What follows belongs to an exercise in optimizing a design on an open flow for small area, a short achievable clock period and few clock cycles per item; a production flow would make more cautious choices.
The RTL was checked by simulation tests, not by an equivalence proof against the original design.

--- flow/config.mk ---
export PLATFORM = sky130hd
export DESIGN_NAME = cl_exit_check
export DESIGN_NICKNAME = cl_exit_check
export VERILOG_FILES = /design/flow/design.v
export SDC_FILE = /design/flow/constraint.sdc
export NUM_CORES = 4
export LEC_CHECK = 0
export CAP_MARGIN = 30
export CORE_MARGIN = 2
export CORE_UTILIZATION = 55
export CTS_CLUSTER_DIAMETER = 100
export CTS_CLUSTER_SIZE = 20
export PLACE_DENSITY = 0.65
export SLEW_MARGIN = 30
--- flow/constraint.sdc ---
create_clock -name core_clock -period 17.0 [get_ports {clk}]
set_input_delay 3.4000 -clock core_clock [delete_from_list [all_inputs] [get_ports {clk}]]
set_output_delay 3.4000 -clock core_clock [all_outputs]
set_load 0.01 [all_outputs]
--- flow/design.v ---
module cl_exit_check (
    input  wire        clk,
    input  wire        rst,           
    input  wire        in_valid,
    output wire        in_ready,
    input  wire [63:0] in_data,
    input  wire [7:0]  in_lane,
    input  wire        in_last,
    input  wire [2:0]  in_nbytes,     
    input  wire [31:0] in_crc,        
    input  wire [25:0] in_handle,     
    output reg         res_valid,
    input  wire        res_ready,
    output reg  [1:0]  res_status,    
    output reg  [2:0]  res_kind,
    output reg  [15:0] res_word,
    output reg  [7:0]  res_expected,
    output reg  [7:0]  res_found,
    output reg  [25:0] res_handle,
    input  wire [1:0]  stat_clr,      
    output reg         rec_valid,
    output reg         rec_lost,
    output reg  [2:0]  rec_kind,
    output reg  [25:0] rec_desc,
    output reg  [15:0] rec_word,
    output reg  [7:0]  rec_expected,
    output reg  [7:0]  rec_found,
    output reg  [15:0] cnt_residue,
    output reg  [15:0] cnt_crc,
    output reg  [15:0] cnt_poison
);
    localparam [1:0] ST_CLEAN = 2'd0, ST_FAIL = 2'd1, ST_POISON = 2'd2;
    function [15:0] csa;    
        input [7:0] a, b, c;
        reg [7:0] m;
        begin
            m   = (a & b) | (a & c) | (b & c);
            csa = {m[6:0], m[7], a ^ b ^ c};
        end
    endfunction
    function [15:0] bytesum;
        input [63:0] d;
        reg [15:0] x1, x2, x3, x4, x5, x6;
        begin
            x1 = csa(d[7:0],   d[15:8],  d[23:16]);
            x2 = csa(d[31:24], d[39:32], d[47:40]);
            x3 = csa(x1[7:0],  x1[15:8], x2[7:0]);
            x4 = csa(x2[15:8], d[55:48], d[63:56]);
            x5 = csa(x3[7:0],  x3[15:8], x4[7:0]);
            x6 = csa(x5[7:0],  x5[15:8], x4[15:8]);
            bytesum = x6;
        end
    endfunction
    function [7:0] mod255;
        input [7:0] a, b;
        reg [8:0] t0, t1;
        begin
            t0 = {1'b0, a} + {1'b0, b};
            t1 = {1'b0, a} + {1'b0, b} + 9'd1;
            if (((a ^ b) == 8'hFF) || ((a & b) == 8'hFF))
                mod255 = 8'h00;
            else
                mod255 = t0[8] ? t1[7:0] : t0[7:0];
        end
    endfunction
    reg        s1_v, s2_v, rdy_q;
    reg        rdy_n;         
    reg        s1_last, s2_last;
    reg        s2_quiet;      
    wire       quiet;         
    wire d_go   = s2_v && (!res_valid || s2_quiet);
    wire s2_free = !s2_v || d_go;
    wire c_go   = s1_v && s2_free && !(s1_last && ((s2_v && s2_last) || res_valid));
    wire take   = in_valid && rdy_q;    
    assign in_ready = rdy_q;
    wire s1_v_n    = take || (s1_v && !c_go);
    wire s1_last_n = !rdy_n ? in_last : s1_last;
    wire s2_v_n    = c_go || (s2_v && !d_go);
    wire s2_last_n = c_go ? s1_last : s2_last;
    wire s2_quiet_n = c_go ? quiet : s2_quiet;
    wire res_v_n   = (d_go && s2_last) || (res_valid && !res_ready);
    wire c_go_n    = s1_v_n && (!s2_v_n || !res_v_n || s2_quiet_n) &&
                     !(s1_last_n && ((s2_v_n && s2_last_n) || res_v_n));
    always @(posedge clk) begin
        if (rst) begin
            s1_v      <= 1'b0;
            s2_v      <= 1'b0;
            res_valid <= 1'b0;
            rdy_q     <= 1'b0;
            rdy_n     <= 1'b1;
        end else begin
            s1_v      <= s1_v_n;
            s2_v      <= s2_v_n;
            res_valid <= res_v_n;
            rdy_q     <= !s1_v_n || c_go_n;
            rdy_n     <= s1_v_n && !c_go_n;
        end
    end
    reg [63:0] s1_d;
    reg [7:0]  s1_lane;
    reg [7:0]  s1_oh;         
    reg [31:0] s1_crc;        
    reg [25:0] s1_h;
    always @(posedge clk) begin
        if (!rdy_n) begin
            s1_d    <= in_data;
            s1_lane <= in_lane;
            s1_last <= in_last;
            s1_oh   <= in_last ? (8'd1 << (3'd0 - in_nbytes)) : 8'd1;
            s1_crc  <= ~in_crc;
            s1_h    <= in_handle;
        end
    end
    reg [31:0] crc_q;         
    wire [15:0] bs        = bytesum(s1_d);
    wire [15:0] chk       = csa(bs[7:0], bs[15:8], ~s1_lane);
    wire        lane_ok   = ((chk[7:0] ^ chk[15:8]) == 8'hFF) ||
                            ((chk[7:0] | chk[15:8]) == 8'h00) ||
                            ((chk[7:0] & chk[15:8]) == 8'hFF);
    assign quiet = !s1_last && (s1_lane != 8'hFF) && lane_ok;
    wire [63:0] u = s1_d ^ {32'd0, crc_q};
    reg  [63:0] v;
    integer j, k;
    always @(*) begin
        v = 64'd0;
        for (j = 0; j < 8; j = j + 1)
            for (k = 0; k <= j; k = k + 1)
                v[8*j +: 8] = v[8*j +: 8] | ({8{s1_oh[k]}} & u[8*(j-k) +: 8]);
    end
    wire [31:0] crc_next;
    cl_exit_check_crc64 u_crc (.u(v), .o(crc_next));
    wire [31:0] hi = ({32{s1_oh[7]}} & {8'd0,  crc_q[31:8]})  |
                     ({32{s1_oh[6]}} & {16'd0, crc_q[31:16]}) |
                     ({32{s1_oh[5]}} & {24'd0, crc_q[31:24]});
    wire crc_bad = |(crc_next ^ hi ^ s1_crc);
    reg [15:0] s2_bs;         
    reg [7:0]  s2_lane;
    reg       s2_crcbad;
    always @(posedge clk) begin
        if (rst)
            crc_q <= 32'hFFFFFFFF;
        else if (c_go)
            crc_q <= s1_last ? 32'hFFFFFFFF : crc_next;
        if (c_go) begin
            s2_bs     <= bs;
            s2_lane   <= s1_lane;
            s2_last   <= s1_last;
            s2_crcbad <= crc_bad;
            s2_quiet  <= quiet;
        end
        if (c_go && s1_last)
            res_handle <= s1_h;
    end
    reg [15:0] word_idx;      
    reg        poison_seen;
    reg        stopped;       
    reg        fail_seen;
    reg        multi;         
    wire [7:0] found      = mod255(s2_bs[7:0], s2_bs[15:8]);
    wire is_poison    = (s2_lane == 8'hFF);
    wire w_poison     = !stopped && is_poison;
    wire w_mism       = !stopped && !is_poison && (s2_lane != found);
    wire fail_before  = fail_seen || w_mism;
    wire poison_after = poison_seen || w_poison;
    wire c_mism   = s2_last && (poison_after || !fail_before) && s2_crcbad;
    wire crc_only = !fail_before && c_mism;
    wire clean    = !fail_before && !poison_after && !c_mism;
    wire load_cur = !fail_seen && (w_mism || (w_poison && !poison_seen));
    wire any_m  = fail_before || c_mism;
    wire more_m = multi || (fail_seen && w_mism) || (fail_before && c_mism);
    always @(posedge clk) begin
        if (rst) begin
            word_idx    <= 16'd0;
            poison_seen <= 1'b0;
            stopped     <= 1'b0;
            fail_seen   <= 1'b0;
            multi       <= 1'b0;
        end else if (d_go) begin
            if (s2_last) begin
                word_idx    <= 16'd0;
                poison_seen <= 1'b0;
                stopped     <= 1'b0;
                fail_seen   <= 1'b0;
                multi       <= 1'b0;
            end else begin
                word_idx <= word_idx + 16'd1;
                if (w_mism && !poison_seen)
                    stopped <= 1'b1;
                if (w_poison)
                    poison_seen <= 1'b1;
                if (w_mism)
                    fail_seen <= 1'b1;
                if (w_mism && fail_seen)
                    multi <= 1'b1;
            end
        end
    end
    always @(posedge clk) begin
        if (d_go) begin
            if (s2_last && (crc_only || clean)) begin
                res_word     <= crc_only ? 16'hFFFF : 16'd0;
                res_expected <= 8'd0;
                res_found    <= 8'd0;
            end else if (load_cur) begin
                res_word     <= word_idx;
                res_expected <= s2_lane;
                res_found    <= found;
            end
        end
        if (d_go && s2_last) begin
            if (fail_before || c_mism) begin
                res_status <= ST_FAIL;
                res_kind   <= crc_only ? 3'd6 : 3'd5;
            end else if (poison_after) begin
                res_status <= ST_POISON;
                res_kind   <= 3'd5;
            end else begin
                res_status <= ST_CLEAN;
                res_kind   <= 3'd0;
            end
        end
    end
    always @(posedge clk) begin
        if (rst) begin
            rec_valid    <= 1'b0;
            rec_lost     <= 1'b0;
            rec_kind     <= 3'd0;
            rec_desc     <= 26'd0;
            rec_word     <= 16'd0;
            rec_expected <= 8'd0;
            rec_found    <= 8'd0;
            cnt_residue  <= 16'd0;
            cnt_crc      <= 16'd0;
            cnt_poison   <= 16'd0;
        end else begin
            if (stat_clr[0])
                rec_valid <= 1'b0;
            if (stat_clr[1])
                rec_lost <= 1'b0;
            if (d_go && s2_last && any_m) begin
                if (!rec_valid) begin
                    rec_valid <= 1'b1;
                    rec_desc  <= res_handle;
                    if (crc_only) begin
                        rec_kind     <= 3'd6;
                        rec_word     <= 16'hFFFF;
                        rec_expected <= 8'd0;
                        rec_found    <= 8'd0;
                    end else begin
                        rec_kind     <= 3'd5;
                        rec_word     <= load_cur ? word_idx : res_word;
                        rec_expected <= load_cur ? s2_lane : res_expected;
                        rec_found    <= load_cur ? found : res_found;
                    end
                    if (more_m)
                        rec_lost <= 1'b1;
                end else begin
                    rec_lost <= 1'b1;
                end
            end
            if (d_go && w_mism && cnt_residue != 16'hFFFF)
                cnt_residue <= cnt_residue + 16'd1;
            if (d_go && c_mism && cnt_crc != 16'hFFFF)
                cnt_crc <= cnt_crc + 16'd1;
            if (d_go && s2_last && !fail_before && !c_mism && poison_after &&
                cnt_poison != 16'hFFFF)
                cnt_poison <= cnt_poison + 16'd1;
        end
    end
endmodule
module cl_exit_check_crc64 (
    input  wire [63:0] u,
    output wire [31:0] o
);
    wire p64 = u[18] ^ u[38];
    wire p65 = u[32] ^ u[55];
    wire p66 = u[0] ^ u[11];
    wire p67 = u[33] ^ u[52];
    wire p68 = u[34] ^ u[57];
    wire p69 = u[1] ^ u[12];
    wire p70 = u[13] ^ u[58];
    wire p71 = u[28] ^ u[47];
    wire p72 = u[29] ^ u[48];
    wire p73 = u[14] ^ u[61];
    wire p74 = u[30] ^ u[35];
    wire p75 = u[15] ^ u[62];
    wire p76 = u[31] ^ u[50];
    wire p77 = u[36] ^ u[45];
    wire p78 = u[53] ^ u[54];
    wire p79 = u[27] ^ u[46];
    wire p80 = u[40] ^ u[49];
    wire p81 = u[24] ^ u[43];
    wire p82 = u[25] ^ u[44];
    wire p83 = u[26] ^ p65;
    wire p84 = u[2] ^ u[60];
    wire p85 = u[16] ^ u[41];
    wire p86 = u[21] ^ u[37];
    wire p87 = u[22] ^ u[59];
    wire p88 = u[17] ^ u[42];
    wire p89 = u[4] ^ u[63];
    wire p90 = u[39] ^ p72;
    wire p91 = u[5] ^ u[10];
    wire p92 = u[56] ^ p64;
    wire p93 = u[3] ^ p73;
    wire p94 = u[23] ^ p69;
    wire p95 = u[51] ^ p70;
    wire p96 = u[19] ^ p68;
    wire p97 = p66 ^ p71;
    wire p98 = p67 ^ p79;
    wire p99 = u[7] ^ p80;
    wire p100 = u[20] ^ p77;
    wire p101 = u[8] ^ p81;
    wire p102 = u[9] ^ p82;
    wire p103 = p78 ^ p85;
    wire p104 = u[6] ^ p74;
    wire p105 = p75 ^ p83;
    wire p106 = u[55] ^ p87;
    wire p107 = p86 ^ p91;
    wire p108 = p88 ^ p90;
    wire p109 = u[57] ^ u[59];
    wire p110 = u[16] ^ p89;
    wire p111 = u[23] ^ p76;
    wire p112 = p92 ^ p97;
    wire p113 = p98 ^ p107;
    wire p114 = p64 ^ p84;
    wire p115 = u[24] ^ u[39];
    wire p116 = u[42] ^ p93;
    wire p117 = p84 ^ p95;
    wire p118 = u[12] ^ u[13];
    wire p119 = u[14] ^ u[34];
    wire p120 = u[60] ^ p102;
    wire p121 = p67 ^ p119;
    wire p122 = u[56] ^ p78;
    wire p123 = u[17] ^ p113;
    wire p124 = u[36] ^ p85;
    wire p125 = u[43] ^ p106;
    wire p126 = u[37] ^ u[58];
    wire p127 = u[44] ^ u[53];
    wire p128 = p94 ^ p104;
    wire p129 = u[4] ^ p74;
    wire p130 = u[21] ^ p81;
    wire p131 = u[41] ^ p70;
    wire p132 = u[54] ^ p100;
    wire p133 = u[61] ^ p94;
    wire p134 = p75 ^ p131;
    wire p135 = p99 ^ p114;
    wire p136 = u[1] ^ u[46];
    wire p137 = u[8] ^ p76;
    wire p138 = u[30] ^ u[62];
    wire p139 = u[63] ^ p136;
    wire p140 = u[6] ^ p110;
    wire p141 = u[11] ^ u[25];
    wire p142 = p95 ^ p111;
    wire p143 = p96 ^ p100;
    wire p144 = u[51] ^ p118;
    wire p145 = u[10] ^ u[15];
    wire p146 = u[38] ^ p87;
    wire p147 = p101 ^ p146;
    wire p148 = u[15] ^ u[22];
    wire p149 = u[40] ^ p83;
    wire p150 = u[26] ^ u[31];
    wire p151 = u[47] ^ p66;
    wire p152 = u[58] ^ p64;
    wire p153 = u[29] ^ p88;
    wire p154 = u[41] ^ p98;
    wire p155 = p90 ^ p112;
    wire p156 = p124 ^ p155;
    wire p157 = u[20] ^ p80;
    wire p158 = p87 ^ p157;
    wire p159 = p108 ^ p126;
    wire p160 = u[0] ^ p109;
    wire p161 = u[19] ^ p132;
    wire p162 = p130 ^ p160;
    wire p163 = p133 ^ p134;
    wire p164 = u[5] ^ p65;
    wire p165 = p82 ^ p86;
    wire p166 = p116 ^ p117;
    wire p167 = p138 ^ p166;
    wire p168 = u[9] ^ u[28];
    wire p169 = u[18] ^ p105;
    wire p170 = p79 ^ p143;
    wire p171 = p91 ^ p140;
    wire p172 = p142 ^ p171;
    wire p173 = u[0] ^ p68;
    wire p174 = u[14] ^ u[48];
    wire p175 = u[22] ^ p115;
    wire p176 = u[36] ^ p144;
    wire p177 = p89 ^ p174;
    wire p178 = u[17] ^ u[35];
    wire p179 = p68 ^ p93;
    wire p180 = p71 ^ p72;
    wire p181 = u[3] ^ u[49];
    wire p182 = u[50] ^ p68;
    wire p183 = u[61] ^ p105;
    wire p184 = p147 ^ p183;
    wire p185 = u[27] ^ p120;
    wire p186 = u[7] ^ p117;
    wire p187 = u[27] ^ u[45];
    wire p188 = u[33] ^ p92;
    wire p189 = u[63] ^ p73;
    wire p190 = p103 ^ p148;
    wire p191 = p149 ^ p186;
    wire p192 = p82 ^ p101;
    wire p193 = p150 ^ p151;
    wire p194 = p152 ^ p193;
    wire p195 = u[39] ^ p66;
    wire p196 = p102 ^ p195;
    wire p197 = u[63] ^ p94;
    wire p198 = u[16] ^ p67;
    wire p199 = u[18] ^ p83;
    wire p200 = p74 ^ p198;
    wire p201 = p97 ^ p153;
    wire p202 = p101 ^ p199;
    wire p203 = u[38] ^ p103;
    wire p204 = u[51] ^ p69;
    wire p205 = u[52] ^ p76;
    wire p206 = p104 ^ p106;
    wire p207 = u[10] ^ u[31];
    wire p208 = p108 ^ p122;
    wire p209 = u[2] ^ p99;
    wire p210 = u[3] ^ p137;
    wire p211 = u[12] ^ u[42];
    wire p212 = u[55] ^ p96;
    wire p213 = u[9] ^ u[35];
    wire p214 = p86 ^ p88;
    wire p215 = p89 ^ p154;
    wire p216 = p213 ^ p214;
    wire p217 = u[10] ^ u[21];
    wire p218 = u[13] ^ p77;
    wire p219 = u[59] ^ p217;
    wire p220 = p103 ^ p121;
    assign o[0] = p70 ^ p84 ^ p96 ^ p123 ^ p125 ^ p156;
    assign o[1] = u[60] ^ p93 ^ p96 ^ p112 ^ p127 ^ p128 ^ p158 ^ p159;
    assign o[2] = p76 ^ p90 ^ p129 ^ p135 ^ p161 ^ p162 ^ p163;
    assign o[3] = u[19] ^ p115 ^ p124 ^ p137 ^ p139 ^ p158 ^ p164 ^ p165 ^ p167;
    assign o[4] = u[40] ^ p90 ^ p116 ^ p141 ^ p168 ^ p169 ^ p170 ^ p172;
    assign o[5] = u[20] ^ p104 ^ p105 ^ p135 ^ p173 ^ p175 ^ p176 ^ p177;
    assign o[6] = u[8] ^ p111 ^ p125 ^ p135 ^ p139 ^ p141 ^ p145 ^ p178 ^ p179 ^ p180;
    assign o[7] = u[23] ^ u[44] ^ p123 ^ p129 ^ p144 ^ p168 ^ p181 ^ p182 ^ p184;
    assign o[8] = u[29] ^ u[35] ^ u[53] ^ u[62] ^ p77 ^ p112 ^ p121 ^ p172 ^ p175 ^ p185;
    assign o[9] = u[25] ^ u[47] ^ p128 ^ p130 ^ p187 ^ p188 ^ p189 ^ p190 ^ p191;
    assign o[10] = u[7] ^ u[23] ^ u[29] ^ u[54] ^ u[60] ^ p75 ^ p107 ^ p116 ^ p192 ^ p194;
    assign o[11] = u[19] ^ u[30] ^ u[48] ^ p69 ^ p140 ^ p184 ^ p187 ^ p196;
    assign o[12] = u[41] ^ u[52] ^ u[62] ^ p72 ^ p86 ^ p99 ^ p102 ^ p125 ^ p143 ^ p194 ^ p197;
    assign o[13] = u[5] ^ u[49] ^ p100 ^ p127 ^ p182 ^ p197 ^ p200 ^ p201 ^ p202;
    assign o[14] = u[45] ^ u[57] ^ p91 ^ p97 ^ p115 ^ p120 ^ p203 ^ p204 ^ p205 ^ p206;
    assign o[15] = u[6] ^ u[46] ^ u[52] ^ p77 ^ p133 ^ p141 ^ p191 ^ p207 ^ p208;
    assign o[16] = u[11] ^ u[37] ^ u[47] ^ p93 ^ p109 ^ p118 ^ p122 ^ p138 ^ p154 ^ p202 ^ p209;
    assign o[17] = u[33] ^ u[38] ^ p71 ^ p122 ^ p134 ^ p177 ^ p185 ^ p210 ^ p211 ^ p212;
    assign o[18] = u[26] ^ u[32] ^ u[49] ^ u[51] ^ p73 ^ p114 ^ p148 ^ p151 ^ p161 ^ p215 ^ p216;
    assign o[19] = u[3] ^ u[20] ^ u[50] ^ u[53] ^ u[56] ^ p66 ^ p84 ^ p109 ^ p153 ^ p163;
    assign o[20] = u[18] ^ u[54] ^ p69 ^ p110 ^ p162 ^ p167;
    assign o[21] = u[1] ^ u[33] ^ p75 ^ p79 ^ p89 ^ p156 ^ p165 ^ p179 ^ p207;
    assign o[22] = u[42] ^ u[43] ^ u[56] ^ u[60] ^ p69 ^ p74 ^ p80 ^ p169 ^ p215 ^ p218 ^ p219;
    assign o[23] = u[55] ^ p108 ^ p127 ^ p152 ^ p189 ^ p205 ^ p219;
    assign o[24] = u[2] ^ u[30] ^ p65 ^ p75 ^ p77 ^ p80 ^ p95 ^ p123 ^ p173 ^ p180 ^ p203;
    assign o[25] = u[11] ^ p71 ^ p76 ^ p92 ^ p139 ^ p159 ^ p181 ^ p206 ^ p220;
    assign o[26] = u[11] ^ u[28] ^ u[32] ^ p99 ^ p113 ^ p129 ^ p142 ^ p190 ^ p211;
    assign o[27] = u[6] ^ p111 ^ p147 ^ p164 ^ p176 ^ p201 ^ p220;
    assign o[28] = u[7] ^ u[13] ^ u[15] ^ u[18] ^ u[37] ^ u[51] ^ p65 ^ p81 ^ p120 ^ p121 ^ p128 ^ p208;
    assign o[29] = p73 ^ p78 ^ p92 ^ p145 ^ p150 ^ p192 ^ p200 ^ p209 ^ p212 ^ p218;
    assign o[30] = u[14] ^ u[56] ^ p103 ^ p105 ^ p126 ^ p170 ^ p178 ^ p196 ^ p210;
    assign o[31] = u[58] ^ p71 ^ p79 ^ p109 ^ p110 ^ p132 ^ p145 ^ p149 ^ p188 ^ p204 ^ p216;
endmodule
--- flow/flow/run.sh ---
#!/bin/bash
# The standard layout (the standard.sh, unchanged), with three changes to
# how it is made: plain buf_1 cells as the port buffers; no three-input XOR
# cells (flow/dont_use.mk: the standard flow's config.mk plus these on DONT_USE_CELLS);
# and timing repair asked to keep a setup margin, so that it works on the
# paths that set the achieved period. All of make's output goes to
# standard.log; ORFS keeps each step's log under orfs/logs.
set -euo pipefail
export FLOW_CONFIG="${FLOW_CONFIG:-$PWD/config.mk}"
export BUFFER_PORTS_ARGS="-buffer_cell sky130_fd_sc_hd__buf_1"
export SETUP_SLACK_MARGIN=12.4
bash standard.sh DESIGN_CONFIG="$PWD/flow/dont_use.mk" finish > standard.log 2>&1
--- flow/flow/dont_use.mk ---
# The standard flow's settings (its config.mk, unchanged), plus cells that synthesis and
# timing repair may not use: the three-input XORs, whose area is more than
# that of two two-input XORs. The platform's own list is added after these.
include $(FLOW_CONFIG)
export DONT_USE_CELLS = sky130_fd_sc_hd__xnor3_1 sky130_fd_sc_hd__xnor3_2 sky130_fd_sc_hd__xnor3_4 sky130_fd_sc_hd__xor3_1 sky130_fd_sc_hd__xor3_2 sky130_fd_sc_hd__xor3_4
--- flow/standard.sh ---
#!/bin/bash
# synth_recipe.tcl (not shown) runs the flow's synth.tcl, then flattens the netlist and writes it again
# the make line also repeats each setting of config.mk as NAME=value (left out here)
make -C /OpenROAD-flow-scripts/flow DESIGN_CONFIG=/design/flow/config.mk WORK_HOME=/design/flow/orfs CLKGATE_MAP_FILE= SYNTH_SCRIPT=/design/flow/synth_recipe.tcl "${@:-finish}"
==> reports/results.ini, run 1 <==
[run_status]
status = timing/DRC/antenna clean

[layout]
nets = 2750
multiInputGateArea_um2 = 12000
final_util = 0.635
area_delta_synth_final_pct = 13.6
layout-drive-gt1-share = 0.0917
final-seq-area_um2 = 10200
final_cell_area_um2 = 26000
fillCellCount = 3504

[synth]
synth_top_family_by_area = XOR/XNOR gates
post_synth_num_cell_types = 65
synthTopCellsByArea = edfxtp_1 (30%), dfxtp_1 (15%), xnor2_1 (13%)
synth_nets = 2447
synth_edf_count = 226
synth_compound_area_frac = 0.116
synthAdderAreaFrac = 0.0666
synth-simple-area-share = 0.107
yosysTopAreaCell = edfxtp_1
synth_top_cell_area_share = 0.296
synthTopCellsByCount = xnor2_1 (343), nand2_1 (229), edfxtp_1 (226)
yosysWarnings = 1
async_reset_ff_frac = 0
syn_inst = 2220
ys.flop_type = edfxtp_1
synth_area_um2 = 22900
synth-seq-cells = 397
synth_mux_area_frac = 0.0103
postSynthAreaPerCell_um2 = 10.3
ys_seq_area_frac = 0.446
yosysMostFrequentCell = xnor2_1
synth_xor_area_frac = 0.213

[clock_network]
clkSlewWorstSetupHoldPaths_ps = 90
cts_max_level = 1
numCtsBuffers = 25
hold_buffers = 0
cts.sinks = 397
clock_latency_ps = 590
cts_buffer_depth = 3
root_buffer = clkbuf_16
tritoncts = yes

[route]
vias = 18156
wl_met2_mm = 34.6
routed.top_layer = met4
wl_per_cell_um = 23.5
viasPerCell = 5.90
firstDrtPassIters = 13
drc = 0
drtIter0Drc = 2594
routed_wl_mm = 72.5
ant_nets = 0
route.met3.wl_mm = 5.45
wl_met1_mm = 28.5

[die]
core-area_um2 = 41000
rows = 74
start_util = 0.559
die_h_um = 208
dieArea_um2 = 43300
die_w_um = 208
ios = 316

[setup_path]
r2r-start = s1_d[5]$_DFFE_PN_
r2r_slack_ps = 12320
cp.arrival_ps = 5010
critPathBufInv = 0
path_class = reg2reg
worstReg2RegEnd = s2_crcbad$_DFFE_PP_
required_ps = 17330
cp_max_fo = 8
cpLargestDelayFamily = XOR/XNOR gates
worst_path_max_delay_cell = xor2_1
path_cells = xor2_1 -> a22oi_1 -> nand2_1 -> o21ai_0 -> o221ai_1 -> xnor2_1 -> xor2_1 -> xor2_2 -> xnor2_2 -> xnor2_1 -> nand4_1 -> nor3_1 -> nand4_1
critPathLaunchType = flip-flop
critPathCaptureType = flip-flop
cp_slowest_stage_delay_ps = 730
rr_worst_depth = 13

[timing]
slew_headroom = 0.0363
drv_slew = 0
max_freq_ghz = 0.214
final-hold-violation-count = 0
worstMarginPinSlew_ps = 1430
rsz0062_at_grt = yes
setup_viol = 0
period_needed_ps = 4680
timing.final.crit_share = 0.275
tns_ps = 0
finClkSkew_ps = 23.6
timing.final.ws_setup_ps = 12320

[placement]
gp_congestion = 1.02
pre_cts_ws_ps = 11690
dpl_cell_area_um2 = 24600
dp_hpwl_mm = 55.7
io_buffers = 315

[worst_hold_path]
hold_start = s1_h[13]$_DFFE_PN_
min_path_type = reg2reg
whs_endpoint = res_handle[13]$_DFFE_PP_
holdPathStages = 0

[global_route]
grt_use_total = 0.325
grt_pass1_wl_mm = 107
first_global_vias = 17367
antenna_found_initial = 4
overflow = 0
grt_max_degree = 95

[flow_run]
maxCapViolCount = 0

==> metrics by stage <==
stage	instances	hold WS, ps
floorplan	2220	400
global placement	2991	400
detailed placement	2993	405
CTS	3051	424
global route	3077	431
finish	3078	422
==> routing by layer <==
layer	vias up	track usage
li1	8325	-
met1	8749	0.419
met2	875	0.541
met3	207	0.0491
met4	0	0.158
met5	-	0
==> state kept, by name, summed over array words and instances (netlist names), 8 cells and up <==
register      cells
cnt_crc          16
cnt_poison       16
cnt_residue      16
crc_q            32
rec_desc         26
rec_expected      8
rec_found         8
rec_word         16
res_expected      8
res_found         8
res_handle       26
res_word         16
s1_crc           32
s1_d             64
s1_h             26
s1_lane           8
s1_oh             8
s2_bs            16
s2_lane           8
word_idx         16
==> cells by family after synthesis <==
| logic type | Yosys count |
|---|---|
| AND/OR/NAND/NOR | 537 |
| buffers and inverters | 247 |
| XOR/XNOR | 550 |
| AO/OA/AOI/OAI | 378 |
| multiplexers | 23 |
| adder cells (fa/ha/maj) | 88 |
| flip-flops | 397 |
==> layout make-up <==
class	count	share of cell area
antenna	4	0.000385
timing repair buffer	369	0.0666
clock buffer	40	0.0262
inverter	151	0.0220
multi-input combinational	1579	0.463
tap	532	0.0256
clock inverter	6	0.00274
sequential	397	0.394
==> worst max-delay path by stage <==
stage	endpoint	start	slack (ps)	cells after the start
floorplan	rec_kind[2]$_SDFFE_PP0P_	rst	12590	4
global placement	rec_word[4]$_SDFFE_PP0P_	s2_bs[0]$_DFFE_PP_	11830	18
detailed placement	rec_word[4]$_SDFFE_PP0P_	s2_bs[0]$_DFFE_PP_	11690	18
CTS	res_kind[2]	res_kind[2]$_SDFFCE_PN1P_	12380	1
global route	rdy_n$_SDFF_PP1_	s1_d[39]$_DFFE_PN_	12210	16
finish	s2_crcbad$_DFFE_PP_	s1_d[5]$_DFFE_PN_	12320	13
==> layout by cell type (no fill, tap or decap), types with 30 or more instances in the layout <==
cell / count
nand3_1: 44
o21ai_0: 54
inv_1: 147
xnor2_1: 339
a222oi_1: 59
a21oi_1: 94
nand2_1: 228
o211ai_1: 32
a22oi_1: 45
buf_1: 266
nand4_1: 30
edfxtp_1: 226
buf_4: 48
nor2_1: 118
xor2_1: 185
fa_1: 56
dfxtp_1: 144
==> what timing repair did <==
action / CTS / global route
pin swaps: 4 / 11
setup buffers: 12 / 19
setup endpoints to repair: 70 / 175
gates cloned: 0 / 4
gates resized for setup: 53 / 81
Testbench counts, summed over its fixed seeds: cycles 88,600, words 88,462.
==> inputs of run 2 (changes only) <==
--- a/flow/config.mk
+++ b/flow/config.mk
@@ -8,7 +8,6 @@
 export CAP_MARGIN = 30
 export CORE_MARGIN = 2
-export CORE_UTILIZATION = 55
+export CORE_UTILIZATION = 45
 export CTS_CLUSTER_DIAMETER = 100
 export CTS_CLUSTER_SIZE = 20
-export PLACE_DENSITY = 0.65
 export SLEW_MARGIN = 30
==> reports/results.ini, run 2 <==
[run_status]
status = timing/DRC/antenna clean

[clock_network]
hold_buffers = 0  ; unchanged
clkSlewWorstSetupHoldPaths_ps = 90  ; about the same
clock_latency_ps = 600  ; about the same
cts_max_level = 1  ; unchanged
root_buffer = clkbuf_16
tritoncts = yes
cts_buffer_depth = 3  ; unchanged
numCtsBuffers = 25  ; unchanged
cts.sinks = 397  ; unchanged

[timing]
setup_viol = 0  ; unchanged
rsz0062_at_grt = yes
timing.final.crit_share = 0.273  ; -0.00170
timing.final.ws_setup_ps = 12350  ; +28.9 ps
max_freq_ghz = 0.215  ; +0.62%
period_needed_ps = 4650  ; -28.9 ps
tns_ps = 0  ; unchanged
slew_headroom = 0.0874  ; +0.0512
worstMarginPinSlew_ps = 1350  ; -75.9 ps
drv_slew = 0  ; unchanged
finClkSkew_ps = 21.8  ; -1.87 ps
final-hold-violation-count = 0  ; unchanged

[route]
drc = 0  ; unchanged
wl_per_cell_um = 23.6  ; +0.42%
viasPerCell = 5.65  ; -4.2%
vias = 18281  ; +0.69%
drtIter0Drc = 2201  ; -15%
ant_nets = 0  ; unchanged
firstDrtPassIters = 13  ; unchanged
routed_wl_mm = 76.5  ; +5.6%

[synth]
ys_seq_area_frac = 0.446  ; unchanged
post_synth_num_cell_types = 65  ; unchanged
yosysWarnings = 1  ; unchanged
yosysMostFrequentCell = xnor2_1
synth_area_um2 = 22900  ; unchanged
synthTopCellsByCount = xnor2_1 (343), nand2_1 (229), edfxtp_1 (226)
synth_compound_area_frac = 0.116  ; unchanged
synth-simple-area-share = 0.107  ; unchanged
synth_top_cell_area_share = 0.296  ; unchanged
synthAdderAreaFrac = 0.0666  ; unchanged
syn_inst = 2220  ; unchanged
async_reset_ff_frac = 0  ; unchanged
synth_mux_area_frac = 0.0103  ; unchanged
synth-seq-cells = 397  ; unchanged
yosysTopAreaCell = edfxtp_1
postSynthAreaPerCell_um2 = 10.3  ; unchanged
synth_xor_area_frac = 0.213  ; unchanged
synth_top_family_by_area = XOR/XNOR gates
synth_nets = 2447  ; unchanged
synth_edf_count = 226  ; unchanged
synthTopCellsByArea = edfxtp_1 (30%), dfxtp_1 (15%), xnor2_1 (13%)
ys.flop_type = edfxtp_1

[setup_path]
worst_path_max_delay_cell = edfxtp_1
path_class = reg2out
r2r-start = s1_oh[0]$_SDFFCE_PN1N_
cp_slowest_stage_delay_ps = 470  ; -260 ps
rr_worst_depth = 13  ; unchanged
critPathBufInv = 1  ; +1
critPathCaptureType = output pin
critPathLaunchType = flip-flop
path_cells = clkbuf_2
cp_max_fo = 2  ; -6
required_ps = 13600  ; -3730 ps
cp.arrival_ps = 1250  ; -3760 ps
cpLargestDelayFamily = flip-flops
r2r_slack_ps = 12470  ; +150 ps
worstReg2RegEnd = s2_crcbad$_DFFE_PP_

[worst_hold_path]
min_path_type = reg2reg
hold_start = s1_h[14]$_DFFE_PN_
whs_endpoint = res_handle[14]$_DFFE_PP_
holdPathStages = 0  ; unchanged

[die]
die_h_um = 230  ; +10%
start_util = 0.457  ; -0.102
ios = 316  ; unchanged
core-area_um2 = 50200  ; +22%
rows = 82  ; +11%
dieArea_um2 = 52700  ; +22%
die_w_um = 230  ; +10%

[layout]
nets = 2772  ; +0.80%
reg_top3 = s1_d: 64 flops, crc_q: 32 flops, s1_crc: 32 flops
largest_register_ffs = 64  ; unchanged
num_antenna_cells = 0  ; -4
final_cell_mix = xnor2_1 (339), buf_1 (237), nand2_1 (228)
final_common_cell = xnor2_1
regMostFlops = s1_d
area_delta_synth_final_pct = 15.9
layout-drive-gt1-share = 0.120  ; +0.0281

[placement]
io_buffers = 315  ; unchanged
pre_cts_ws_ps = 11850  ; +166 ps
gp_congestion = 1.05  ; +2.5%
dp_hpwl_mm = 59.3  ; +6.4%

[global_route]
use_met2 = 0.463  ; -0.0780
first_global_vias = 17595  ; +1.3%
grt_use_total = 0.279  ; -0.0461
antenna_found_initial = 2  ; -2
overflow = 0  ; unchanged
grt_use_met3 = 0.0364  ; -0.0127
gr-usage-met1 = 0.375  ; -0.0442
top_usage_layer = met2
grt_max_degree = 82  ; -14%
grt_pass1_wl_mm = 111  ; +4.2%

[flow_run]
maxCapViolCount = 0  ; unchanged

run 2: cell counts after synthesis:
No cell type changed its count.
run 2: cell type report:
| cell class | instances | area (um2) |
|---|---|---|
| inverter | 151 | 572 |
| timing repair buffer | 392 | 2010 |
| sequential | 397 | 10300 |
| multi-input combinational | 1578 | 12100 |
| clock inverter | 6 | 70.1 |
| tap | 672 | 841 |
| clock buffer | 40 | 682 |
| fill | 4581 | 23600 |
run 2: metrics by stage:
| step | instance area (um2) | utilization | std cells | hold slack [ps] |
|---|---|---|---|---|
| floorplan | 22900 | - | 2220 | 400 |
| global placement | 24800 | 0.493 | 3132 | 401 |
| detailed placement | 24800 | 0.494 | 3136 | 405 |
| CTS | 25900 | 0.516 | 3198 | 425 |
| global route | 26600 | 0.529 | 3236 | 430 |
| finish | 26600 | 0.529 | 3236 | 424 |
run 2: per-layer routing:
layer	part of all wire	vias up
li1	-	8345
met1	0.42	8946
met2	0.48	824
met3	0.067	164
met4	0.041	2
met5	0.00017	-
run 2: how the worst max path moves through the flow:
stage / start / slack (ps) / cells past startpoint / to
3_5_place_dp: s2_bs[0]$_DFFE_PP_ / 11850 / 18 / rec_word[6]$_SDFFE_PP0P_
4_1_cts: res_handle[5]$_DFFE_PP_ / 12330 / 1 / res_handle[5]
3_3_place_gp: s2_bs[0]$_DFFE_PP_ / 11750 / 18 / rec_word[4]$_SDFFE_PP0P_
2_1_floorplan: rst / 12590 / 4 / rec_kind[2]$_SDFFE_PP0P_
5_1_grt: s1_d[39]$_DFFE_PN_ / 12250 / 17 / rdy_n$_SDFF_PP1_
6_report: res_handle[5]$_DFFE_PP_ / 12350 / 1 / res_handle[5]
run 2: kinds of logic (layout without fill, tap and decap cells):
kind of cell,count (synthesis),after routing
AOI/OAI and AO/OA,378,378
DFF,397,397
xor gates and xnor gates,550,550
and+or+nand+nor,537,539
adders and majority gates,88,88
buffers and inverters,247,589
muxes,23,23
run 2: repair_timing:
action | in CTS | in global routing
setup buffers | 16 | 35
setup endpoints to repair | 151 | 180
resized for setup | 91 | 108
pin swaps | 4 | 22
cloned | 0 | 2
==> inputs of run 3 (changes only) <==
--- a/flow/flow/run.sh
+++ b/flow/flow/run.sh
@@ -9,4 +9,4 @@
 export FLOW_CONFIG="${FLOW_CONFIG:-$PWD/config.mk}"
 export BUFFER_PORTS_ARGS="-buffer_cell sky130_fd_sc_hd__buf_1"
-export SETUP_SLACK_MARGIN=12.4
+export SETUP_SLACK_MARGIN=12.5
 bash standard.sh DESIGN_CONFIG="$PWD/flow/dont_use.mk" finish > standard.log 2>&1
==> reports/results.ini, run 3 <==
[run_status]
status = finished with violations
check-failures = capacitance limit, slew limit

[synth]
synth_nets = 2447  ; unchanged
synthAdderAreaFrac = 0.0666  ; unchanged
yosysTopAreaCell = edfxtp_1
synthTopCellsByCount = xnor2_1 (343), nand2_1 (229), edfxtp_1 (226)
synth-seq-cells = 397  ; unchanged
synth_edf_count = 226  ; unchanged
postSynthAreaPerCell_um2 = 10.3  ; unchanged
synth-simple-area-share = 0.107  ; unchanged
synth_xor_area_frac = 0.213  ; unchanged
synthTopCellsByArea = edfxtp_1 (30%), dfxtp_1 (15%), xnor2_1 (13%)
synth_compound_area_frac = 0.116  ; unchanged
yosysWarnings = 1  ; unchanged
synth_area_um2 = 22900  ; unchanged
syn_inst = 2220  ; unchanged
synth_top_cell_area_share = 0.296  ; unchanged
synth_mux_area_frac = 0.0103  ; unchanged
async_reset_ff_frac = 0  ; unchanged
synth_top_family_by_area = XOR/XNOR gates
ys_seq_area_frac = 0.446  ; unchanged
yosysMostFrequentCell = xnor2_1
ys.flop_type = edfxtp_1
post_synth_num_cell_types = 65  ; unchanged

[global_route]
overflow = 0  ; unchanged
first_global_vias = 17974  ; +2.2%
grt_max_degree = 82  ; unchanged
grt_use_total = 0.283  ; +0.00350
antenna_found_initial = 1  ; -1
grt_pass1_wl_mm = 113  ; +1.3%

[timing]
worstMarginPinSlew_ps = 1690  ; +334 ps
period_needed_ps = 4650  ; +6.00 ps
tns_ps = 0  ; unchanged
final-hold-violation-count = 0  ; unchanged
slew_headroom = -0.137  ; -0.225
rsz0062_at_grt = yes
timing.final.crit_share = 0.274  ; +0.000353
drv_slew = 9  ; +9
max_freq_ghz = 0.215  ; -0.13%
setup_viol = 0  ; unchanged
finClkSkew_ps = 23.5  ; +1.69 ps

[setup_path]
critPathCaptureType = output pin
cp_max_fo = 2  ; unchanged
path_cells = clkbuf_2
critPathBufInv = 1  ; unchanged
r2r_slack_ps = 12460  ; about the same
cpLargestDelayFamily = flip-flops
cp.arrival_ps = 1250  ; about the same
required_ps = 13600  ; about the same
worst_path_max_delay_cell = edfxtp_1
cp_slowest_stage_delay_ps = 480  ; about the same
path_class = reg2out
critPathLaunchType = flip-flop

[placement]
placed_cells = 3136  ; unchanged
io_buffers = 315  ; unchanged
gp_congestion = 1.05  ; unchanged
dp_hpwl_mm = 59.3  ; unchanged

[die]
dieArea_um2 = 52700  ; unchanged
rows = 82  ; unchanged
die_h_um = 230  ; unchanged
die_w_um = 230  ; unchanged
start_util = 0.457  ; unchanged
core-area_um2 = 50200  ; unchanged
ios = 316  ; unchanged

[clock_network]
hold_buffers = 0  ; unchanged
tritoncts = yes
root_buffer = clkbuf_16
clkSlewWorstSetupHoldPaths_ps = 90  ; about the same
clock_latency_ps = 600  ; about the same
cts_max_level = 1  ; unchanged
cts.sinks = 397  ; unchanged
cts_buffer_depth = 3  ; unchanged
numCtsBuffers = 25  ; unchanged

[layout]
regMostFlops = s1_d
nets = 2853  ; +2.9%
final_cells = 3317  ; +2.5%
fillCellCount = 4367  ; -4.7%
largest_register_ffs = 64  ; unchanged
final_cell_mix = xnor2_1 (330), edfxtp_1 (226), nand2_1 (225)
reg_top3 = s1_d: 64 flops, crc_q: 32 flops, s1_crc: 32 flops
final-seq-area_um2 = 10400  ; +0.96%
area_delta_synth_final_pct = 22.4
num_antenna_cells = 0  ; unchanged
layout-drive-gt1-share = 0.219  ; +0.0992
final_util = 0.559  ; +0.0298
final_common_cell = xnor2_1
multiInputGateArea_um2 = 12500  ; +3.0%

[route]
drtIter0Drc = 2212  ; +0.50%
wl_per_cell_um = 23.5  ; -0.72%
routed_wl_mm = 77.9  ; +1.8%
viasPerCell = 5.60  ; -0.80%
drc = 0  ; unchanged
ant_nets = 0  ; unchanged
vias = 18589  ; +1.7%
firstDrtPassIters = 13  ; unchanged

[flow_run]
maxCapViolCount = 1  ; +1

[worst_hold_path]
min_path_type = reg2reg

## run 3: kinds of logic (layout without fill, tap and decap cells)
group                      count (synthesis)  after routing
and+or+nand+nor                          537            540
muxes                                     23             23
AOI/OAI and AO/OA                        378            379
xor gates and xnor gates                 550            550
DFF                                      397            397
adders and majority gates                 88             88
buffers and inverters                    247            668
## run 3: layout make-up
cell class                 count  share of cell area
inverter                     151              0.0204
clock inverter                 6             0.00250
multi-input combinational   1580               0.445
sequential                   397               0.370
clock buffer                  40              0.0243
timing repair buffer         471               0.108
tap                          672              0.0300
## run 3: final timing paths
check                     startpoint                        to  cells past startpoint
max          res_handle[5]$_DFFE_PP_             res_handle[5]                      1
min               s1_h[14]$_DFFE_PN_  res_handle[14]$_DFFE_PP_                      0
max reg2reg        s1_d[7]$_DFFE_PN_          rdy_q$_SDFF_PP0_                     15
min reg2reg       s1_h[14]$_DFFE_PN_  res_handle[14]$_DFFE_PP_                      0
## run 3: metal layers
metal	wire, um	GRT usage	up-vias
met3	5230	0.0393	150
met5	13	0	-
met4	3230	0.104	2
met2	37400	0.472	780
met1	32000	0.375	9159
li1	-	-	8498
## run 3: repair_timing
item | in CTS | in global routing
setup buffers | 86 | 44
endpoints found under the setup margin | 271 | 249
pin swaps | 10 | 16
gates cloned | 0 | 4
resized for setup | 310 | 178
## run 3: metrics by stage
step / instance area, um2 / hold slack (ps) / setup WS [ps]
after floorplan: 22900 / 400 / 12590
after global placement: 24800 / 401 / 11750
after detailed placement: 24800 / 405 / 11850
after CTS: 26900 / 425 / 12330
after global routing: 28000 / 431 / 12250
final: 28000 / 424 / 12350
==> inputs of run 4 (changes only) <==
==> flow/flow/run.sh (replaced) <==
#!/bin/bash
# The standard layout (the standard.sh, unchanged), with two changes to
# how it is made: plain buf_1 cells as the port buffers, and timing repair
# asked to keep a setup margin, so that it works on the paths that set the
# achieved period. All of make's output goes to standard.log; ORFS keeps each
# step's log under orfs/logs.
set -euo pipefail
export BUFFER_PORTS_ARGS="-buffer_cell sky130_fd_sc_hd__buf_1"
export SETUP_SLACK_MARGIN=12.4
bash standard.sh > standard.log 2>&1
--- a/flow/config.mk
+++ b/flow/config.mk
@@ -8,6 +8,4 @@
 export CAP_MARGIN = 30
 export CORE_MARGIN = 2
-export CORE_UTILIZATION = 45
-export CTS_CLUSTER_DIAMETER = 100
-export CTS_CLUSTER_SIZE = 20
+export CORE_UTILIZATION = 40
 export SLEW_MARGIN = 30
removed: flow/flow/dont_use.mk
==> reports/results.ini, run 4 <==
[run_status]
status = timing/DRC/antenna clean

[timing]
setup_viol = 0  ; unchanged
final-hold-violation-count = 0  ; unchanged
finClkSkew_ps = 26.2  ; +2.73 ps
timing.final.ws_setup_ps = 12350  ; +9.40 ps
period_needed_ps = 4650  ; -9.40 ps
holdWs_ps = 419  ; -4.50 ps
tns_ps = 0  ; unchanged
max_freq_ghz = 0.215  ; +0.20%
slew_headroom = 0.315  ; +0.452
worstMarginPinSlew_ps = 1030  ; -660 ps
rsz0062_at_grt = yes
drv_slew = 0  ; -9
timing.final.crit_share = 0.273  ; -0.000553

[route]
ant_nets = 0  ; unchanged
firstDrtPassIters = 10  ; -3
drc = 0  ; unchanged
vias = 20128  ; +8.3%
drtIter0Drc = 2241  ; +1.3%
routed_wl_mm = 84.3  ; +8.3%
viasPerCell = 5.74  ; +2.4%
wl_per_cell_um = 24.0  ; +2.4%

[die]
start_util = 0.403  ; -0.0541
core-area_um2 = 60100  ; +20%
rows = 90  ; +9.8%
dieArea_um2 = 62500  ; +19%
die_h_um = 250  ; +8.9%
ios = 316  ; unchanged
die_w_um = 250  ; +8.9%

[setup_path]
path_class = reg2reg
cp_max_fo = 7  ; +5
r2r-start = s1_d[9]$_DFFE_PN_
critPathCaptureType = flip-flop
crit_start = s1_d[9]$_DFFE_PN_
critPathLaunchType = flip-flop
required_ps = 17340  ; +3740 ps
cp.arrival_ps = 4980  ; +3730 ps

[synth]
synth_area_um2 = 24200  ; +5.7%
synth-seq-cells = 397  ; unchanged
async_reset_ff_frac = 0  ; unchanged
synth_nets = 2558  ; +4.5%
synth_edf_count = 226  ; unchanged
yosysMostFrequentCell = xnor2_1
yosysWarnings = 1  ; unchanged
synth_top_cell_area_share = 0.280  ; -0.0159
synthTopCellsByArea = edfxtp_1 (28%), dfxtp_1 (14%), xnor2_1 (10%)
post_synth_num_cell_types = 72  ; +11%
ys.flop_type = edfxtp_1
postSynthAreaPerCell_um2 = 10.4  ; +0.63%
syn_inst = 2331  ; +5.0%
synthTopCellsByCount = xnor2_1 (290), edfxtp_1 (226), nand2_1 (184)
ys_seq_area_frac = 0.422  ; -0.0239
yosysTopAreaCell = edfxtp_1

[placement]
gp_congestion = 1.04  ; -0.89%
dp_hpwl_mm = 62.4  ; +5.3%
io_buffers = 315  ; unchanged
pre_cts_ws_ps = 11400  ; -450 ps

[layout]
regMostFlops = s1_d
final_util = 0.491  ; -0.0685
fillCellCount = 5514  ; +26%
area_delta_synth_final_pct = 21.9
final_cell_mix = xnor2_1 (276), buf_1 (274), edfxtp_1 (226)
final-seq-area_um2 = 10200  ; -1.2%
nets = 2913  ; +2.1%
largest_register_ffs = 64  ; unchanged
final_common_cell = xnor2_1
multiInputGateArea_um2 = 13900  ; +11%
layout-drive-gt1-share = 0.153  ; -0.0658
reg_top3 = s1_d: 64 flops, crc_q: 32 flops, s1_crc: 32 flops

[worst_hold_path]
hold_start = s1_h[19]$_DFFE_PN_
min_path_type = reg2reg

[global_route]
overflow = 0  ; unchanged
first_global_vias = 19432  ; +8.1%
grt_use_total = 0.261  ; -0.0217
grt_max_degree = 95  ; +16%
antenna_found_initial = 3  ; +2
grt_pass1_wl_mm = 124  ; +9.6%

[clock_network]
clkSlewWorstSetupHoldPaths_ps = 60  ; -30 ps
cts_max_level = 2  ; +1
root_buffer = clkbuf_16
cts_buffer_depth = 3  ; unchanged
numCtsBuffers = 45  ; +80%
cts.sinks = 397  ; unchanged
tritoncts = yes
clock_latency_ps = 600  ; about the same

[flow_run]
maxCapViolCount = 0  ; -1

run 4: cell count changes in the layout (fill, tap and decap cells not counted), moves of 48 or more:
cell | previous run | this run
buf_6 | 59 | 6
buf_1 | 142 | 274
nand2_1 | 225 | 170
nand3_1 | 39 | 99
xnor2_1 | 330 | 276
o21ai_0 | 54 | 106
dfxtp_1 | 75 | 142
dfxtp_2 | 81 | 29
xor2_1 | 164 | 116
run 4: cell type report:
class,count,area share
multi-input combinational,1641,0.471
sequential,397,0.347
timing repair buffer,434,0.0756
clock buffer,65,0.0438
tap,782,0.0332
inverter,167,0.0216
clock inverter,19,0.00768
antenna,2,0.000170
run 4: critical path, cell delays in order, from the launching register on:
cell and delay (ps):
edfxtp_1 540, xor2_2 260, a222oi_1 450, nand2_2 290, xor2_4 430, xnor3_1 290, xor2_1 230, xnor3_1 440
xor2_1 270, xnor2_1 240, nor4_1 320, nand3_1 110, or4_1 520
run 4: logic make-up after synthesis:
group	count (synthesis)	share of synthesized area
AND/OR/NAND/NOR	509	0.100
adder cells (fa/ha/maj)	87	0.0626
AO/OA/AOI/OAI	532	0.150
multiplexers	6	0.00264
XOR/XNOR	505	0.215
flip-flops	397	0.422
buffers and inverters	295	0.0470
run 4: path summary, 6_finish.rpt:
path / to / slack, ps / depth (start not counted)
max reg2reg: s2_crcbad$_DFFE_PP_ / 12350 / 12
min: res_handle[19]$_DFFE_PP_ / 420 / 0
min reg2reg: res_handle[19]$_DFFE_PP_ / 420 / 0
max: s2_crcbad$_DFFE_PP_ / 12350 / 12
run 4: stage by stage:
stage          std cells  area, um2
3_3_place_gp        3325      26100
2_1_floorplan       2331      24200
5_1_grt             3507      29500
3_5_place_dp        3326      26200
4_1_cts             3471      28900
6_report            3507      29500
run 4: timing repair:
item,CTS,global route
setup endpoints to repair,216,130
gates resized for setup,150,87
setup buffers,58,33
hold buffers,0,0
pin swaps,25,34
gates cloned,3,0
run 4: per-layer routing:
metal  wire [um]  part of all wire  track usage
met1       33100              0.39        0.335
met2       40100              0.48        0.437
met3        6320             0.075       0.0349
met4        4700             0.056        0.125
met5          17           0.00020            0

[separate check: timing with driven ports]
No port has a modelled driver above. Below, the same layouts with a new extraction and two added sets of constraints.
Step 1 (the two cells are an assumption about what drives the block):
set clk [get_ports {clk}]
set_driving_cell -lib_cell sky130_fd_sc_hd__clkbuf_16 $clk
set_driving_cell -lib_cell sky130_fd_sc_hd__buf_2 [delete_from_list [all_inputs] $clk]
Step 2 adds t to the input delays and takes it off the output delays; t is the mean of the earliest and latest rising clock arrival at the registers after step 1. Input paths then give back, and output paths get back, about the clock's delay inside the block.
a / b / c = ideal ports / drivers / drivers and shift; a / b = the first two.
run | shift t [ns] | setup WS [ns] | hold slack, ns | worst setup path after step 2 | clock arrival spread, ns
run 1 | 0.633 | 12.323 / 12.323 / 12.042 | 0.422 / 0.422 / 0.422 | input to register | 0.026 / 0.026
run 2 | 0.654 | 12.351 / 12.291 / 12.000 | 0.424 / 0.424 / 0.424 | input to register | 0.022 / 0.022
run 3 | 0.649 | 12.345 / 12.287 / 11.993 | 0.424 / 0.424 / 0.424 | input to register | 0.024 / 0.024
run 4 | 0.649 | 12.355 / 12.339 / 11.983 | 0.419 / 0.419 / 0.419 | input to register | 0.031 / 0.031
The setup slack of run 4, which loses most, moves by -0.016 ns with the drivers and by -0.372 ns with both steps.
